Background: an optimization exercise with open tools, aiming at small area, a short achievable clock period and few clock cycles per item. Do not read the settings as production practice.
Only simulation tests tie the RTL to the original design; equivalence was not proved.

==> job 1673 <==
==> flow/design.v <==
module sha256_core (
    input  wire         clk,
    input  wire         rst,         
    input  wire         in_valid,
    output wire         in_ready,
    input  wire [255:0] in_state,    
    input  wire [511:0] in_block,    
    output wire         out_valid,
    input  wire         out_ready,
    output wire [255:0] out_digest   
);
  reg          busy_q;              
  reg          ov_q;                
  reg  [5:0]   t_q;                 
  reg  [31:0]  a_q, b_q, c_q, d_q, e_q, f_q, g_q, h_q;
  reg  [31:0]  ha_q;                
  reg  [31:0]  k_q;                 
  reg  [31:0]  w_q [0:15];          
  function [31:0] rotr;
    input [31:0] x;
    input integer n;
    rotr = (x >> n) | (x << (32 - n));
  endfunction
  function [31:0] big_sigma0;   input [31:0] x; big_sigma0 = rotr(x, 2) ^ rotr(x, 13) ^ rotr(x, 22); endfunction
  function [31:0] big_sigma1;   input [31:0] x; big_sigma1 = rotr(x, 6) ^ rotr(x, 11) ^ rotr(x, 25); endfunction
  function [31:0] small_sigma0; input [31:0] x; small_sigma0 = rotr(x, 7) ^ rotr(x, 18) ^ (x >> 3); endfunction
  function [31:0] small_sigma1; input [31:0] x; small_sigma1 = rotr(x, 17) ^ rotr(x, 19) ^ (x >> 10); endfunction
  function [31:0] ch;
    input [31:0] x, y, z;
    ch = (x & y) ^ (~x & z);
  endfunction
  function [31:0] maj;
    input [31:0] x, y, z;
    maj = (x & y) ^ (x & z) ^ (y & z);
  endfunction
  function [31:0] csa_s;
    input [31:0] x, y, z;
    csa_s = x ^ y ^ z;
  endfunction
  function [31:0] csa_c;
    input [31:0] x, y, z;
    csa_c = ((x & y) | (x & z) | (y & z)) << 1;
  endfunction
  localparam [2047:0] K_TABLE = {
      256'hc67178f2bef9a3f7a4506ceb90befffa8cc7020884c8781478a5636f748f82ee,
      256'h682e6ff35b9cca4f4ed8aa4a391c0cb334b0bcb52748774c1e376c0819a4c116,
      256'h106aa070f40e3585d6990624d192e819c76c51a3c24b8b70a81a664ba2bfe8a1,
      256'h92722c8581c2c92e766a0abb650a735453380d134d2c6dfc2e1b213827b70a85,
      256'h1429296706ca6351d5a79147c6e00bf3bf597fc7b00327c8a831c66d983e5152,
      256'h76f988da5cb0a9dc4a7484aa2de92c6f240ca1cc0fc19dc6efbe4786e49b69c1,
      256'hc19bf1749bdc06a780deb1fe72be5d74550c7dc3243185be12835b01d807aa98,
      256'hab1c5ed5923f82a459f111f13956c25be9b5dba5b5c0fbcf71374491428a2f98
    };
  wire [31:0] H0 = in_state[255:224], H1 = in_state[223:192],
              H2 = in_state[191:160], H3 = in_state[159:128],
              H4 = in_state[127:96],  H5 = in_state[95:64],
              H6 = in_state[63:32],   H7 = in_state[31:0];
  wire load = in_valid & ~busy_q & (~ov_q | out_ready);
  wire r62  = busy_q & (t_q == 6'd62);
  wire r63  = busy_q & (t_q == 6'd63);
  assign in_ready  = r63;
  assign out_valid = ov_q;
  assign out_digest = {a_q, b_q, c_q, d_q, e_q, f_q, g_q, h_q};
  wire [5:0]  t_next = busy_q ? t_q + 6'd1 : 6'd0;
  wire [31:0] kt = k_q;
  wire [31:0] wt = w_q[15];
  wire [31:0] s1 = big_sigma1(e_q);
  wire [31:0] cf = ch(e_q, f_q, g_q);
  wire [31:0] s0 = big_sigma0(a_q);
  wire [31:0] mj = maj(a_q, b_q, c_q);
  wire [31:0] a1s = csa_s(ha_q, wt, kt),   a1c = csa_c(ha_q, wt, kt);
  wire [31:0] a2s = csa_s(s1, cf, s0),     a2c = csa_c(s1, cf, s0);
  wire [31:0] a3s = csa_s(a1s, a1c, mj),   a3c = csa_c(a1s, a1c, mj);
  wire [31:0] a4s = csa_s(a2s, a2c, a3s),  a4c = csa_c(a2s, a2c, a3s);
  wire [31:0] a5s = csa_s(a4s, a4c, a3c),  a5c = csa_c(a4s, a4c, a3c);
  wire [31:0] a_new = a5s + a5c;
  wire [31:0] e1s = csa_s(d_q, h_q, wt),   e1c = csa_c(d_q, h_q, wt);
  wire [31:0] e2s = csa_s(e1s, e1c, kt),   e2c = csa_c(e1s, e1c, kt);
  wire [31:0] e3s = csa_s(s1, cf, e2s),    e3c = csa_c(s1, cf, e2s);
  wire [31:0] e4s = csa_s(e3s, e3c, e2c),  e4c = csa_c(e3s, e3c, e2c);
  wire [31:0] e_new = e4s + e4c;
  wire [31:0] b_new  = a_q + (H1 & {32{r63}});
  wire [31:0] c_new  = b_q + (H2 & {32{r63}});
  wire [31:0] d_new  = c_q + (r62 ? H4 : (H3 & {32{r63}}));
  wire [31:0] f_new  = e_q + (H5 & {32{r63}});
  wire [31:0] g_new  = f_q + (H6 & {32{r63}});
  wire [31:0] gh_new = g_q + (r62 ? H0 : (H7 & {32{r63}}));
  wire [31:0] m0 = small_sigma1(w_q[14]);
  wire [31:0] m1 = small_sigma0(w_q[1]);
  wire [31:0] w1s = csa_s(m0, m1, w_q[9]), w1c = csa_c(m0, m1, w_q[9]);
  wire [31:0] w2s = csa_s(w1s, w1c, w_q[0]), w2c = csa_c(w1s, w1c, w_q[0]);
  wire [31:0] w_sched = w2s + w2c;
  wire [3:0]  widx   = busy_q ? (t_q[3:0] + 4'd1) : 4'd0;
  wire [31:0] w_port = in_block[511 - 32*widx -: 32];
  wire        from_port = ~busy_q | (t_q < 6'd15);
  wire [31:0] w_next = from_port ? w_port : w_sched;
  integer i;
  always @(posedge clk) begin
    for (i = 0; i < 15; i = i + 1)
      w_q[i] <= w_q[i+1];
    w_q[15] <= w_next;
    k_q     <= K_TABLE[32*t_next +: 32];
    if (busy_q | ~ov_q | out_ready) begin
      a_q  <= busy_q ? a_new : H0;
      b_q  <= busy_q ? b_new : H1;
      c_q  <= busy_q ? c_new : H2;
      d_q  <= busy_q ? d_new : H3;
      e_q  <= busy_q ? e_new : H4;
      f_q  <= busy_q ? f_new : H5;
      g_q  <= busy_q ? g_new : H6;
      h_q  <= busy_q ? (r62 ? g_q : gh_new) : H7;
      ha_q <= busy_q ? gh_new : H7;
    end
    if (rst) begin
      busy_q <= 1'b0;
      ov_q   <= 1'b0;
      t_q    <= 6'd0;
    end else begin
      if (out_ready) ov_q <= 1'b0;
      if (load) begin
        busy_q <= 1'b1;
        t_q    <= 6'd0;
      end else if (busy_q) begin
        t_q <= t_q + 6'd1;
        if (r63) begin
          busy_q <= 1'b0;
          ov_q   <= in_valid;
        end
      end
    end
  end
endmodule
==> flow/run.sh <==
#!/bin/bash
# synth_recipe.tcl (not shown) runs the flow's synth.tcl, then flattens the netlist and writes it again
# the make line also repeats each setting of config.mk as NAME=value (left out here)
make -C /OpenROAD-flow-scripts/flow DESIGN_CONFIG=/design/flow/config.mk WORK_HOME=/design/flow/orfs CLKGATE_MAP_FILE= SYNTH_SCRIPT=/design/flow/synth_recipe.tcl finish
==> flow/config.mk <==
export PLATFORM = sky130hd
export DESIGN_NAME = sha256_core
export DESIGN_NICKNAME = sha256_core
export VERILOG_FILES = /design/flow/design.v
export SDC_FILE = /design/flow/constraint.sdc
export NUM_CORES = 4
export LEC_CHECK = 0
export CAP_MARGIN = 20
export CORE_MARGIN = 2
export CORE_UTILIZATION = 40
export SETUP_SLACK_MARGIN = 5
export SLEW_MARGIN = 20
==> flow/constraint.sdc <==
create_clock -name core_clock -period 10.0 [get_ports {clk}]
set_input_delay 2.0000 -clock core_clock [delete_from_list [all_inputs] [get_ports {clk}]]
set_output_delay 2.0000 -clock core_clock [all_outputs]
set_load 0.01 [all_outputs]
==> job 5146: changes against job 1673 <==
==> flow/design.v, changed modules only <==
module sha256_core (
    input  wire         clk,
    input  wire         rst,         
    input  wire         in_valid,
    output wire         in_ready,
    input  wire [255:0] in_state,    
    input  wire [511:0] in_block,    
    output wire         out_valid,
    input  wire         out_ready,
    output wire [255:0] out_digest   
);
  reg          busy_q;              
  reg          ov_q;                
  reg  [5:0]   t_q;                 
  reg  [31:0]  a_q, b_q, c_q, d_q, e_q, f_q, g_q, h_q;
  reg  [31:0]  ha_q;                
  reg  [31:0]  k_q;                 
  reg  [31:0]  w_q [0:15];          
  function [31:0] rotr;
    input [31:0] x;
    input integer n;
    rotr = (x >> n) | (x << (32 - n));
  endfunction
  function [31:0] big_sigma0;   input [31:0] x; big_sigma0 = rotr(x, 2) ^ rotr(x, 13) ^ rotr(x, 22); endfunction
  function [31:0] big_sigma1;   input [31:0] x; big_sigma1 = rotr(x, 6) ^ rotr(x, 11) ^ rotr(x, 25); endfunction
  function [31:0] small_sigma0; input [31:0] x; small_sigma0 = rotr(x, 7) ^ rotr(x, 18) ^ (x >> 3); endfunction
  function [31:0] small_sigma1; input [31:0] x; small_sigma1 = rotr(x, 17) ^ rotr(x, 19) ^ (x >> 10); endfunction
  function [31:0] ch;
    input [31:0] x, y, z;
    ch = (x & y) ^ (~x & z);
  endfunction
  function [31:0] maj;
    input [31:0] x, y, z;
    maj = (x & y) ^ (x & z) ^ (y & z);
  endfunction
  function [31:0] csa_s;
    input [31:0] x, y, z;
    csa_s = x ^ y ^ z;
  endfunction
  function [31:0] csa_c;
    input [31:0] x, y, z;
    csa_c = ((x & y) | (x & z) | (y & z)) << 1;
  endfunction
  localparam [2047:0] K_TABLE = {
      256'hc67178f2bef9a3f7a4506ceb90befffa8cc7020884c8781478a5636f748f82ee,
      256'h682e6ff35b9cca4f4ed8aa4a391c0cb334b0bcb52748774c1e376c0819a4c116,
      256'h106aa070f40e3585d6990624d192e819c76c51a3c24b8b70a81a664ba2bfe8a1,
      256'h92722c8581c2c92e766a0abb650a735453380d134d2c6dfc2e1b213827b70a85,
      256'h1429296706ca6351d5a79147c6e00bf3bf597fc7b00327c8a831c66d983e5152,
      256'h76f988da5cb0a9dc4a7484aa2de92c6f240ca1cc0fc19dc6efbe4786e49b69c1,
      256'hc19bf1749bdc06a780deb1fe72be5d74550c7dc3243185be12835b01d807aa98,
      256'hab1c5ed5923f82a459f111f13956c25be9b5dba5b5c0fbcf71374491428a2f98
    };
  wire [31:0] H0 = in_state[255:224], H1 = in_state[223:192],
              H2 = in_state[191:160], H3 = in_state[159:128],
              H4 = in_state[127:96],  H5 = in_state[95:64],
              H6 = in_state[63:32],   H7 = in_state[31:0];
  wire load = in_valid & ~busy_q & (~ov_q | out_ready);
  wire       busy_d = ~rst & (load | (busy_q & (t_q != 6'd63)));
  wire [5:0] t_d    = busy_q ? t_q + 6'd1 : 6'd0;
  reg        r62, r63;              
  reg        fp_q;                  
  reg  [3:0] widx_q;                
  assign in_ready  = r63;
  assign out_valid = ov_q;
  assign out_digest = {a_q, b_q, c_q, d_q, e_q, f_q, g_q, h_q};
  wire [31:0] kt = k_q;
  wire [31:0] wt = w_q[15];
  wire [31:0] s1 = big_sigma1(e_q);
  wire [31:0] cf = ch(e_q, f_q, g_q);
  wire [31:0] s0 = big_sigma0(a_q);
  wire [31:0] mj = maj(a_q, b_q, c_q);
  wire [31:0] a1s = csa_s(ha_q, wt, kt),   a1c = csa_c(ha_q, wt, kt);
  wire [31:0] a2s = csa_s(s1, cf, s0),     a2c = csa_c(s1, cf, s0);
  wire [31:0] a3s = csa_s(a1s, a1c, mj),   a3c = csa_c(a1s, a1c, mj);
  wire [31:0] a4s = csa_s(a2s, a2c, a3s),  a4c = csa_c(a2s, a2c, a3s);
  wire [31:0] a5s = csa_s(a4s, a4c, a3c),  a5c = csa_c(a4s, a4c, a3c);
  wire [31:0] a_new;
  sha256_add32 u_add_a (.x(a5s), .y(a5c), .s(a_new));
  wire [31:0] e1s = csa_s(d_q, h_q, wt),   e1c = csa_c(d_q, h_q, wt);
  wire [31:0] e2s = csa_s(kt, cf, s1),     e2c = csa_c(kt, cf, s1);
  wire [31:0] e3s = csa_s(e1s, e1c, e2s),  e3c = csa_c(e1s, e1c, e2s);
  wire [31:0] e4s = csa_s(e3s, e3c, e2c),  e4c = csa_c(e3s, e3c, e2c);
  wire [31:0] e_new;
  sha256_add32 u_add_e (.x(e4s), .y(e4c), .s(e_new));
  wire [31:0] b_new, c_new, d_new, f_new, g_new, gh_new;
  sha256_add32s u_add_b (.x(a_q), .y(H1 & {32{r63}}), .s(b_new));
  sha256_add32s u_add_c (.x(b_q), .y(H2 & {32{r63}}), .s(c_new));
  sha256_add32s u_add_d (.x(c_q), .y(r62 ? H4 : (H3 & {32{r63}})), .s(d_new));
  sha256_add32s u_add_f (.x(e_q), .y(H5 & {32{r63}}), .s(f_new));
  sha256_add32s u_add_g (.x(f_q), .y(H6 & {32{r63}}), .s(g_new));
  sha256_add32s u_add_h (.x(g_q), .y(r62 ? H0 : (H7 & {32{r63}})), .s(gh_new));
  wire [31:0] m0 = small_sigma1(w_q[14]);
  wire [31:0] m1 = small_sigma0(w_q[1]);
  wire [31:0] w1s = csa_s(m0, m1, w_q[9]), w1c = csa_c(m0, m1, w_q[9]);
  wire [31:0] w2s = csa_s(w1s, w1c, w_q[0]), w2c = csa_c(w1s, w1c, w_q[0]);
  wire [31:0] w_sched;
  sha256_add32s u_add_w (.x(w2s), .y(w2c), .s(w_sched));
  wire [31:0] w_port = in_block[511 - 32*widx_q -: 32];
  wire [31:0] w_next = fp_q ? w_port : w_sched;
  integer i;
  always @(posedge clk) begin
    for (i = 0; i < 15; i = i + 1)
      w_q[i] <= w_q[i+1];
    w_q[15] <= w_next;
    r62     <= busy_d & (t_d == 6'd62);
    r63     <= busy_d & (t_d == 6'd63);
    fp_q    <= ~busy_d | (t_d < 6'd15);
    widx_q  <= busy_d ? t_d[3:0] + 4'd1 : 4'd0;
    k_q     <= K_TABLE[32*t_d +: 32];
    if (busy_q | ~ov_q | out_ready) begin
      a_q  <= busy_q ? a_new : H0;
      b_q  <= busy_q ? b_new : H1;
      c_q  <= busy_q ? c_new : H2;
      d_q  <= busy_q ? d_new : H3;
      e_q  <= busy_q ? e_new : H4;
      f_q  <= busy_q ? f_new : H5;
      g_q  <= busy_q ? g_new : H6;
      h_q  <= busy_q ? (r62 ? g_q : gh_new) : H7;
      ha_q <= busy_q ? gh_new : H7;
    end
    if (rst) begin
      busy_q <= 1'b0;
      ov_q   <= 1'b0;
      t_q    <= 6'd0;
    end else begin
      if (out_ready) ov_q <= 1'b0;
      if (load) begin
        busy_q <= 1'b1;
        t_q    <= 6'd0;
      end else if (busy_q) begin
        t_q <= t_q + 6'd1;
        if (r63) begin
          busy_q <= 1'b0;
          ov_q   <= in_valid;
        end
      end
    end
  end
endmodule
module sha256_add32 (
    input  wire [31:0] x,
    input  wire [31:0] y,
    output wire [31:0] s
);
  wire [31:0] g0 = x & y;
  wire [31:0] p0 = x ^ y;
  wire [31:0] g1, p1, g2, p2, g3, p3, g4, p4, g5, p5;
  sha256_pfx #(.D(1))  u_l1 (.gi(g0), .pi(p0), .go(g1), .po(p1));
  sha256_pfx #(.D(2))  u_l2 (.gi(g1), .pi(p1), .go(g2), .po(p2));
  sha256_pfx #(.D(4))  u_l3 (.gi(g2), .pi(p2), .go(g3), .po(p3));
  sha256_pfx #(.D(8))  u_l4 (.gi(g3), .pi(p3), .go(g4), .po(p4));
  sha256_pfx #(.D(16)) u_l5 (.gi(g4), .pi(p4), .go(g5), .po(p5));
  assign s = p0 ^ {g5[30:0], 1'b0};
endmodule
module sha256_pfx #(
    parameter D = 1
) (
    input  wire [31:0] gi,
    input  wire [31:0] pi,
    output wire [31:0] go,
    output wire [31:0] po
);
  assign go = gi | (pi & (gi << D));
  assign po = pi & ((pi << D) | ((32'd1 << D) - 32'd1));
endmodule
module sha256_add32s (
    input  wire [31:0] x,
    input  wire [31:0] y,
    output wire [31:0] s
);
  wire [31:0] g0 = x & y;
  wire [31:0] p0 = x ^ y;
  wire [31:0] g1, p1, g2, p2, g3, p3, g4, p4, g5, p5;
  sha256_skl #(.K(0)) u_l1 (.gi(g0), .pi(p0), .go(g1), .po(p1));
  sha256_skl #(.K(1)) u_l2 (.gi(g1), .pi(p1), .go(g2), .po(p2));
  sha256_skl #(.K(2)) u_l3 (.gi(g2), .pi(p2), .go(g3), .po(p3));
  sha256_skl #(.K(3)) u_l4 (.gi(g3), .pi(p3), .go(g4), .po(p4));
  sha256_skl #(.K(4)) u_l5 (.gi(g4), .pi(p4), .go(g5), .po(p5));
  assign s = p0 ^ {g5[30:0], 1'b0};
endmodule
module sha256_skl #(
    parameter K = 0
) (
    input  wire [31:0] gi,
    input  wire [31:0] pi,
    output wire [31:0] go,
    output wire [31:0] po
);
  genvar i;
  generate
    for (i = 0; i < 32; i = i + 1) begin : bit_
      if ((i >> K) & 1) begin : comb
        localparam integer J = ((i >> K) << K) - 1;
        assign go[i] = gi[i] | (pi[i] & gi[J]);
        assign po[i] = pi[i] & pi[J];
      end else begin : pass
        assign go[i] = gi[i];
        assign po[i] = pi[i];
      end
    end
  endgenerate
endmodule
==> flow/flow/run.sh (new file) <==
#!/bin/bash
set -euo pipefail
export BUFFER_PORTS_ARGS="-buffer_cell sky130_fd_sc_hd__buf_1"
bash standard.sh > standard.log 2>&1
==> flow/standard.sh (new file) <==
#!/bin/bash
# synth_recipe.tcl (not shown) runs the flow's synth.tcl, then flattens the netlist and writes it again
# the make line also repeats each setting of config.mk as NAME=value (left out here)
make -C /OpenROAD-flow-scripts/flow DESIGN_CONFIG=/design/flow/config.mk WORK_HOME=/design/flow/orfs CLKGATE_MAP_FILE= SYNTH_SCRIPT=/design/flow/synth_recipe.tcl "${@:-finish}"
- SYNTH_HIERARCHICAL: not set -> 1
removed: flow/run.sh
==> comparison table <==
| metric | job 5146 | job 1673 |
|---|---|---|
| Status | timing/DRC/antenna clean | timing/DRC/antenna clean |
| Flip-flop and latch area | 0.0199 mm² | 0.0197 mm² |
| Total stage count of the critical path | 13 | 18 |
| Max-Slew Margin vs Limit | 0.0906 | 0.153 |
| Net total in the final layout | 7782 | 7924 |
| Non-clk invs | 206 | 465 |
| Clock buffers created by TritonCTS | 93 | 89 |
| Number of non-clock buffers in the layout | 1147 | 1266 |
| X dimension of the die | 413 µm | 379 µm |
| Floorplan die area | 0.170 mm² | 0.144 mm² |
| Worst setup path startpoint | c_q[23]$_DFFE_PP_ | a_q[31]$_DFFE_PP_ |
Testbench counts of job 1673, summed over its fixed seeds: cycles 62,408, blocks 960.
Testbench counts of job 5146, summed over its fixed seeds: cycles 62,408, blocks 960.

[static timing again, ports no longer ideal]
How much do the figures lean on ideal ports? The routed layouts below were timed once more, with nothing changed but the port constraints. Step 1 (the two cells are an assumption about what drives the block):
set clk [get_ports {clk}]
set_driving_cell -lib_cell sky130_fd_sc_hd__clkbuf_16 $clk
set_driving_cell -lib_cell sky130_fd_sc_hd__buf_2 [delete_from_list [all_inputs] $clk]
Step 2 adds t to the input delays and takes it off the output delays; t is the mean of the earliest and latest rising clock arrival at the registers after step 1. Input paths then give back, and output paths get back, about the clock's delay inside the block. Three values: ideal, step 1, step 2; two values: the first two.
| run | t, ns | setup WS [ns] | worst hold slack (ns) |
|---|---|---|---|
| job 1673 | 0.795 | 4.289 / 4.289 / 4.194 | 0.289 / 0.289 / 0.289 |
| job 5146 | 0.805 | 4.913 / 4.913 / 4.695 | 0.318 / 0.318 / 0.318 |
After both steps every run listed still meets setup and hold. The setup slack of job 5146, which loses most, moves by 0.000 ns with the drivers and by -0.218 ns with both steps.
